From an optimization exercise on the open Yosys and OpenROAD flow, aimed at small area, a short achievable clock period and few clock cycles per item; shortcuts taken in it are not production practice.
Only simulation tests tie the RTL to the original design; equivalence was not proved.
Power is estimated from default activity; no workload was simulated.

==> try-zinc <==
// lake_enc
module lake_enc (
    input  wire        clk,
    input  wire        rst,
    input  wire        in_valid,
    output wire        in_ready,
    input  wire [29:0] in_elem,
    input  wire        in_first,
    input  wire        in_bounded,
    input  wire        in_ratio3,
    input  wire [1:0]  in_qmax,
    output wire        out_valid,
    input  wire        out_ready,
    output wire [31:0] out_word,
    output wire        out_last,
    output wire        out_fit
);
Settings: LEC_CHECK=0, CAP_MARGIN=20, CORE_MARGIN=2, CORE_UTILIZATION=40, SETUP_SLACK_MARGIN=5, SLEW_MARGIN=20; clock period 13.0 ns.
run.sh (not shown) runs the stock make flow with config.mk's settings and CLKGATE_MAP_FILE= SYNTH_SCRIPT=/design/flow/synth_recipe.tcl, a recipe that flattens the netlist after the stock synthesis.
==> try-xenon: changes against try-zinc <==
--- a/flow/design.v
+++ b/flow/design.v
@@ -162,51 +162,64 @@
     reg [31:0] ow;
     assign out_valid = ov;
     assign out_word  = ow;
     assign out_last  = olast;
     assign out_fit   = ofit;
     wire [1:0] rr = rcnt[4:3];
     wire [2:0] rc = rcnt[2:0];
     reg        rcz, rrz;            
+    reg        rnza;                
     reg  [9:0]  rx   [0:2];
     reg  [9:0]  rrec [0:2];
     reg  [10:0] rdd  [0:2];
     reg  [9:0]  ra, rb, ru;
     reg  signed [10:0] rd;
+    reg  [1:0]  rdl;
+    reg  [9:0]  rc1, rc2, rc3;
     wire       ranc = rcz && rrz && !rlv;
     always @(*) begin
         for (k = 0; k < 3; k = k + 1) begin
             rx[k]   = sx[P][29 - 10 * k -: 10];
-            ra = !rcz ? srec[P + 1][29 - 10 * k -: 10] : lq[0][29 - 10 * k -: 10];
+            ra = rnza ? srec[P + 1][29 - 10 * k -: 10] : lq[0][29 - 10 * k -: 10];
             rb = srec[P + 8][29 - 10 * k -: 10];
             ru = !rcz ? srec[P + 9][29 - 10 * k -: 10] : lu[29 - 10 * k -: 10];
             rd = dpredf(rx[k], ra, rb, ru, rrz, rcz && !rlv);
             rdd[k] = rd;
-            rrec[k] = ranc ? rx[k] : recf(rx[k], (rq == 2'd2) ? rd[1:0] : ((rq == 2'd1) ? {1'b0, rd[0]} : 2'd0));
+            rdl = (rq == 2'd2) ? rd[1:0] : ((rq == 2'd1) ? {1'b0, rd[0]} : 2'd0);
+            rc1 = recf(rx[k], 2'd1);
+            rc2 = recf(rx[k], 2'd2);
+            rc3 = recf(rx[k], 2'd3);
+            if (ranc)
+                rrec[k] = rx[k];
+            else
+                case (rdl)
+                    2'd0:    rrec[k] = rx[k];
+                    2'd1:    rrec[k] = rc1;
+                    2'd2:    rrec[k] = rc2;
+                    default: rrec[k] = rc3;
+                endcase
         end
     end
     wire signed [10:0] r0e0 = $signed(r0d[32:22]) >>> r0q;
     wire signed [10:0] r0e1 = $signed(r0d[21:11]) >>> r0q;
     wire signed [10:0] r0e2 = $signed(r0d[10:0])  >>> r0q;
     wire [10:0] e0m = r0e0 & ((11'd1 << r0w0) - 11'd1);
     wire [10:0] e1m = r0e1 & ((11'd1 << r0w1) - 11'd1);
     wire [10:0] e2m = r0e2 & ((11'd1 << r0w2) - 11'd1);
     wire [13:0] ecat = ({3'd0, e0m} << (r0w1 + r0w2)) | ({3'd0, e1m} << r0w2) | {3'd0, e2m};
     wire [4:0]  esum = {1'b0, r0w0} + {1'b0, r0w1} + {1'b0, r0w2};
     wire        pk_done = pk_act && pk_dend && (cnt == 7'd32) && !(padn != 4'd0) && (!ov || out_ready);
     wire        hdr_go = (!pk_act || pk_done) && hv;
     wire        r1_go  = pk_act && !pk_dend && r1v && ({1'b0, cnt} + {3'b0, r1len} <= 8'd64);
     wire [13:0] hfld   = hfit ? {hq, hw0, hw1, hw2} : {2'b11, 12'd0};
-    wire [63:0] hfal   = pk_act ? {32'd0, hfld, 18'd0} : {hfld, 50'd0};
     wire [6:0]  fsh    = 7'd64 - cnt - {2'b0, r1len};
     wire [63:0] rfal   = r1_go ? ({34'd0, r1f} << fsh[5:0]) : 64'd0;
-    wire [63:0] fal    = hdr_go ? hfal : rfal;
     wire        app    = hdr_go || r1_go;
-    wire [63:0] comb   = acc | fal;
+    wire [63:0] comb   = acc | rfal;
     wire        emit_ok  = !ov || out_ready;
     wire        pad_emit = (padn != 4'd0);
     wire        acc_rdy  = pk_act && (cnt >= 7'd32);
     wire        do_emit  = emit_ok && (pad_emit || acc_rdy);
     wire        acc_emit = do_emit && !pad_emit;
     wire        r1_free  = !r1v || r1_go;
     wire        r0_mv    = r0v && r1_free;
     wire        r0_free  = !r0v || r1_free;
@@ -281,16 +294,17 @@
             fdl = sx[0][20 - 10 * k +: 2] - lnext[k][1:0];
             fd1[2 - k] = fdl[0];
             fd2[5 - 2 * k -: 2] = fdl;
         end
     end
     wire [1:0] wr = ce[4:3];
     wire [2:0] wc = ce[2:0];
     reg        wcz, wce0;           
+    reg        wcnu;                
     reg  [3:0] wrow;                
     wire       cur_lv  = wce0 ? !ifirst : wlv;
     wire       wanchor = wce0 && ifirst;
     reg  [9:0] wla [0:2];           
     reg  [9:0] wlu [0:2];
     always @(*) begin
         for (k = 0; k < 3; k = k + 1) begin
             wla[k] = ({10{wrow[0]}} & lw[k]) | ({10{wrow[1]}} & lw[3 + k])
@@ -308,22 +322,20 @@
     always @(*) begin
         nd1 = 3'd0;
         nd2 = 6'd0;
         for (k = 0; k < 3; k = k + 1) begin
             wx = ix[29 - 10 * k -: 10];
             for (q = 0; q < 3; q = q + 1) begin
                 if (!wcz)
                     wa = recf(sx[0][29 - 10 * k -: 10], dsel(q[1:0], sd1[0], sd2[0], k));
-                else if (wrow[0] && spec_win)
-                    wa = sx[24][29 - 10 * k -: 10];
                 else
                     wa = wla[k];
                 wb = recf(sx[7][29 - 10 * k -: 10], dsel(q[1:0], sd1[7], sd2[7], k));
-                if (!wcz)
+                if (wcnu)
                     wu = recf(sx[8][29 - 10 * k -: 10], dsel(q[1:0], sd1[8], sd2[8], k));
                 else
                     wu = wlu[k];
                 wp[3 * q + k] = predf(wa, wb, wu, wrow[0], wcz && !cur_lv);
                 wdl = wx[1:0] - wp[3 * q + k][1:0];
                 if (q == 1) nd1[2 - k] = wanchor ? 1'b0 : wdl[0];
                 if (q == 2) nd2[5 - 2 * k -: 2] = wanchor ? 2'b00 : wdl;
             end
@@ -373,16 +385,19 @@
             for (i = 0; i < 9; i = i + 1)
                 worm[i] <= wacc[i];
             wnz <= wnzn;
         end
         if (pend && !fitsv) begin
             for (i = 0; i < 3; i = i + 1)
                 fits[i] <= (gsum[i] <= {2'b00, thr});
         end
+        if (head_shift && ce == 5'd31)
+            for (k = 0; k < 3; k = k + 1)
+                lw[k] <= sx[23][29 - 10 * k -: 10];
         if (decide) begin
             for (i = 0; i < 12; i = i + 1)
                 lw[i] <= lnext[i];
             pfit    <= dfit;
             pq      <= dq;
             plv     <= dlv;
             pratio3 <= dratio3;
             pw0     <= fw[3 * dq];
@@ -442,31 +457,34 @@
         end
         if (r0_mv) begin
             r1last <= r0last;
             r1f    <= r0anc ? r0d[29:0] : {16'd0, ecat};
             r1len  <= r0anc ? 5'd30 : esum;
         end
         if (hdr_go)
             pk_fit <= hfit;
-        if (acc_emit)
+        if (hdr_go)
+            acc <= {hfld, 50'd0};
+        else if (acc_emit)
             acc <= {comb[31:0], 32'd0};
         else
             acc <= comb;
         if (do_emit) begin
             ow    <= pad_emit ? 32'd0 : acc[63:32];
             olast <= pad_emit ? (padn == 4'd1) : (pk_wleft == 4'd1);
             ofit  <= pad_emit ? padfit : pk_fit;
         end
         if (rst) begin
             iv      <= 1'b0;
             bv      <= 1'b0;
             sv      <= {L{1'b0}};
             ce      <= 5'd0;
             wcz     <= 1'b1;
+            wcnu    <= 1'b0;
             wce0    <= 1'b1;
             wrow    <= 4'b0001;
             pv_w    <= 1'b0;
             m1      <= 1'b0;
             moved   <= 1'b0;
             pend    <= 1'b0;
             fitsv   <= 1'b0;
             pv      <= 1'b0;
@@ -498,21 +516,23 @@
                 moved <= 1'b0;
             else if (pend && tail_move)
                 moved <= 1'b1;
             if (head_shift) begin
                 if (ce == 5'd31) begin
                     ce   <= 5'd0;
                     pend <= 1'b1;
                     wcz  <= 1'b1;
+                    wcnu <= 1'b0;
                     wce0 <= 1'b1;
                     wrow <= 4'b0001;
                 end else begin
                     ce   <= ce + 5'd1;
                     wcz  <= (wc == 3'd7);
+                    wcnu <= (wc != 3'd7);
                     wce0 <= 1'b0;
                     if (wc == 3'd7)
                         wrow <= {wrow[2:0], 1'b0};
                 end
             end
             if (pend && !fitsv)
                 fitsv <= 1'b1;
             if (decide) begin
@@ -522,20 +542,22 @@
             if (decide && !rd_load)
                 pv <= 1'b1;
             else if (rd_load)
                 pv <= 1'b0;
             if (rd_load) begin
                 ract <= 1'b1;
                 rcnt <= 5'd0;
                 rcz  <= 1'b1;
+                rnza <= 1'b0;
                 rrz  <= 1'b1;
             end else if (rd_take) begin
                 rcnt <= rcnt + 5'd1;
                 rcz  <= (rc == 3'd7);
+                rnza <= (rc != 3'd7);
                 rrz  <= rrz && (rc != 3'd7);
                 if (rcnt == 5'd31)
                     ract <= 1'b0;
             end
             if (rd_load)
                 hv <= 1'b1;
             else if (hdr_go)
                 hv <= 1'b0;
==> impl_metrics.json <==
{
  "drt-vias-per-instance": 5.740,
  "status": "no timing/DRC/antenna violations",
  "die_x_um": 558.1,
  "cp.required_ps": 13630,
  "path_clk_slew_ps": 60,
  "synth_commonest_cells": "2019 x edfxtp_1, 898 x inv_1, 809 x ha_1, 757 x nor2_1, 685 x nand2_1",
  "internal_power_uw": 18870
}
-- figures above: try-xenon

==> impl_metrics.json <==
{
  "path_clk_slew_ps": 70,
  "internal_power_uw": 18240,
  "die_x_um": 557.0,
  "fp.dieH_um": 557.0,
  "drt-vias-per-instance": 5.702,
  "status": "no timing/DRC/antenna violations",
  "synth_commonest_cells": "2018 x edfxtp_1, 817 x inv_1, 800 x ha_1, 773 x nor2_1, 645 x nand2_1"
}
-- figures above: try-zinc

Testbench counts of try-zinc, summed over its fixed seeds: cycles 50,479, blocks 1,536.
Testbench counts of try-xenon, summed over its fixed seeds: cycles 50,479, blocks 1,536.

==> v19 <==
Another version of the RTL of lake_enc (not shown whole).
make LEC_CHECK=0 CAP_MARGIN=20 CORE_MARGIN=2 CORE_UTILIZATION=60 SETUP_SLACK_MARGIN=5 SLEW_MARGIN=20 finish   # period 13.0 ns
==> inputs of v17, as changes to v19 <==
--- a/flow/design.v
+++ b/flow/design.v
@@ -124,10 +124,14 @@
     endfunction
     reg        iv;
     reg [29:0] ix;
     reg        ifirst, ibounded, iratio3;
     reg [1:0]  iqmax;
+    reg        bv;
+    reg [29:0] bx;
+    reg        bfirst, bbounded, bratio3;
+    reg [1:0]  bqmax;
     reg [29:0] sx  [0:P];
     reg [2:0]  sd1 [0:8];
     reg [5:0]  sd2 [0:8];
     reg [29:0] srec [P+1:L-1];
     reg [L-1:0] sv;
@@ -235,22 +239,27 @@
     wire        emit_ok  = !ov || out_ready;
     wire        pad_emit = (padn != 4'd0);
     wire        acc_rdy  = pk_act && (cnt >= 7'd32);
     wire        do_emit  = emit_ok && (pad_emit || acc_rdy);
     wire        acc_emit = do_emit && !pad_emit;
+    wire        hdr_e0 = !pk_act && hv;
+    wire        hdr_e1 = hdr_e0 || (hv && pk_act && pk_dend && (cnt == 7'd32) && !pad_emit);
+    wire [63:0] acc_e0 = hdr_e0 ? {hfld, 50'd0} : comb;
+    wire [63:0] acc_e1 = hdr_e1 ? {hfld, 50'd0} : ((acc_rdy && !pad_emit) ? {comb[31:0], 32'd0} : comb);
     wire        r1_free  = !r1v || r1_go;
     wire        r0_mv    = r0v && r1_free;
     wire        r0_free  = !r0v || r1_free;
     wire        spec_win   = pend && !moved;
     wire        fix0;
     wire        late0      = decide && wce0;
     wire        hold       = fix0 || late0;
     wire        rd_take    = ract && sv[P] && (!rfit || r0_free) && !hold;
     wire        tail_move  = (!sv[P] || rd_take) && !hold;
     wire        head_shift = iv && tail_move;
-    assign in_ready = !iv || head_shift;
-    wire        in_hs  = in_valid && in_ready;
+    assign in_ready = !bv;
+    wire        in_hs  = in_valid && !bv;
+    wire        a_free = !iv || head_shift;
     wire        hv_free    = !hv || hdr_go;
     wire        rd_load    = (!ract || (rd_take && rcnt == 5'd31)) && (pv || decide) && hv_free;
     reg  [9:0]  wm [0:8];
     reg  [8:0]  wz;
     reg  [9:0]  wacc [0:8];
@@ -270,18 +279,21 @@
         end
     end
     reg  [3:0]  gw [0:8];
     reg  [5:0]  gsum [0:2];
     reg  [3:0]  thr;
+    reg  [3:0]  gthr [0:2];
     always @(*) begin
         for (i = 0; i < 9; i = i + 1)
-            gw[i] = wnzn[i] ? bitlen10(wacc[i]) + 4'd1 : 4'd0;
-        for (i = 0; i < 3; i = i + 1)
+            gw[i] = bitlen10(wacc[i]);
+        thr = dratio3 ? (dlv ? 4'd9 : 4'd8) : 4'd14;
+        for (i = 0; i < 3; i = i + 1) begin
             gsum[i] = {2'b00, gw[3 * i] ^ gw[3 * i + 1] ^ gw[3 * i + 2]}
                     + {1'b0, (gw[3 * i] & gw[3 * i + 1]) | (gw[3 * i] & gw[3 * i + 2])
                              | (gw[3 * i + 1] & gw[3 * i + 2]), 1'b0};
-        thr = dratio3 ? (dlv ? 4'd9 : 4'd8) : 4'd14;
+            gthr[i] = thr - {3'd0, wnzn[3 * i]} - {3'd0, wnzn[3 * i + 1]} - {3'd0, wnzn[3 * i + 2]};
+        end
     end
     wire        decide = pend && fitsv && moved;
     reg  [3:0]  fw [0:8];
     always @(*) begin
         for (i = 0; i < 9; i = i + 1)
@@ -404,11 +416,11 @@
                 worm[i] <= wacc[i];
             wnz <= wnzn;
         end
         if (pend && !fitsv) begin
             for (i = 0; i < 3; i = i + 1)
-                fits[i] <= (gsum[i] <= {2'b00, thr});
+                fits[i] <= (gsum[i] <= {2'b00, gthr[i]});
         end
         if (head_shift && ce == 5'd31)
             for (k = 0; k < 3; k = k + 1)
                 lw[k] <= sx[23][29 - 10 * k -: 10];
         if (decide) begin
@@ -420,16 +432,30 @@
             pratio3 <= dratio3;
             pw0     <= fw[3 * dq];
             pw1     <= fw[3 * dq + 1];
             pw2     <= fw[3 * dq + 2];
         end
-        if (in_hs) begin
-            ix       <= in_elem;
-            ifirst   <= in_first;
-            ibounded <= in_bounded;
-            iratio3  <= in_ratio3;
-            iqmax    <= in_qmax;
+        if (a_free) begin
+            if (bv) begin
+                ix       <= bx;
+                ifirst   <= bfirst;
+                ibounded <= bbounded;
+                iratio3  <= bratio3;
+                iqmax    <= bqmax;
+            end else if (in_hs) begin
+                ix       <= in_elem;
+                ifirst   <= in_first;
+                ibounded <= in_bounded;
+                iratio3  <= in_ratio3;
+                iqmax    <= in_qmax;
+            end
+        end else if (in_hs) begin
+            bx       <= in_elem;
+            bfirst   <= in_first;
+            bbounded <= in_bounded;
+            bratio3  <= in_ratio3;
+            bqmax    <= in_qmax;
         end
         if (rd_load) begin
             rfit <= sfit;
             rq   <= sfit ? sq : 2'd0;
             rlv  <= pv ? plv : dlv;
@@ -464,23 +490,19 @@
             r1f    <= r0anc ? r0d[29:0] : {16'd0, ecat};
             r1len  <= r0anc ? 5'd30 : esum;
         end
         if (hdr_go)
             pk_fit <= hfit;
-        if (hdr_go)
-            acc <= {hfld, 50'd0};
-        else if (acc_emit)
-            acc <= {comb[31:0], 32'd0};
-        else
-            acc <= comb;
+        acc <= emit_ok ? acc_e1 : acc_e0;
         if (do_emit) begin
             ow    <= pad_emit ? 32'd0 : acc[63:32];
             olast <= pad_emit ? (padn == 4'd1) : (pk_wleft == 4'd1);
             ofit  <= pad_emit ? padfit : pk_fit;
         end
         if (rst) begin
             iv      <= 1'b0;
+            bv      <= 1'b0;
             sv      <= {L{1'b0}};
             ce      <= 5'd0;
             wcz     <= 1'b1;
             wcnu    <= 1'b0;
             wce0    <= 1'b1;
@@ -502,11 +524,12 @@
             cnt     <= 7'd0;
             acc     <= 64'd0;
             padn    <= 4'd0;
             ov      <= 1'b0;
         end else begin
-            iv <= in_hs || (iv && !head_shift);
+            iv <= a_free ? (bv || in_hs) : 1'b1;
+            bv <= a_free ? 1'b0 : (bv || in_hs);
             if (tail_move) begin
                 for (i = 1; i < L; i = i + 1)
                     if (i >= ce || iv)
                         sv[i] <= (i == ce) ? iv : sv[i - 1];
                 if (ce == 5'd0 || iv)
==> qor summary <==
|  | v19 | v17 |
|---|---|---|
| Result of the run | no timing/DRC/antenna violations | no timing/DRC/antenna violations |
| Number of clock buffers inserted by TritonCTS | 218 | 225 |
| Sum of routed wire segments on met1 | 142000 um | 148000 um |
| Net count of the finished layout | 11800 | 12000 |
| Switching share of total power | 37.5% | 36.5% |
| Switching component of the power | 10.8 mW | 10.2 mW |
| Met3 global-route usage | 5.47% | 5.58% |
| Die X | 456 um | 460 um |
| Fin Clk Skew | 0.126 ns | 0.103 ns |
| Synth Area in Compound Gates | 15.4% | 15.2% |
| Crit Reg-Reg Startpoint | sx[0][15] | sx[0][22] |
| Seq cells post-synth | 2220 | 2256 |
| Critical-path top delay cell | sky130_fd_sc_hd__ha_2 | sky130_fd_sc_hd__a21oi_1 |
| Crit path top cell by count | sky130_fd_sc_hd__o21ai_0 | sky130_fd_sc_hd__ha_1 |
| Portion of the clock cycle consumed by the worst path in the final layout | 57.9% | 53.2% |
| Vias/cell | 6.50 | 6.53 |
| Met2 WL post-DR | 179000 um | 176000 um |
| Final instance area | 134000 um^2 | 137000 um^2 |
| Reg power frac | 37.1% | 37.5% |
| Worst IR Drop VDD | 0.246 mV | 0.258 mV |
| Worst Hold Margin | 0.372 ns | 0.374 ns |
| Final setup slack of the worst path | 5.48 ns | 6.09 ns |
| Die span in y | 456 um | 460 um |
Testbench counts of v19, summed over its fixed seeds: cycles 50,479, blocks 1,536.
Testbench counts of v17, summed over its fixed seeds: cycles 50,479, blocks 1,536.

[re-timing with driven ports]
No port has a modelled driver above. Below, the same layouts with a new extraction and two added sets of constraints. Step 1 sets driving cells, clkbuf_16 on the clock port and buf_2 on the other inputs (assumed; they add their load-dependent delay and slew). Step 2 moves the port delays by t, midway between the first and last clock arrival at a register: inputs arrive t later, outputs are due t later. That takes back most of the time a late clock gives input paths. a / b / c = ideal / step 1 / step 2; a / b = the first two.
run | t (ns) | setup slack, ns | worst slew at a driven data input, ns | cell pins on the clock port's net
try-zinc | 1.015 | 5.729 / 5.729 / 5.729 | 0.08 | 1
try-xenon | 1.036 | 5.434 / 5.434 / 5.434 | 0.25 | 1
v19 | 0.996 | 5.478 / 5.381 / 6.377 | 0.17 | 1
v17 | 0.975 | 6.086 / 6.086 / 6.086 | 0.22 | 1
After both steps every run listed still meets setup and hold.
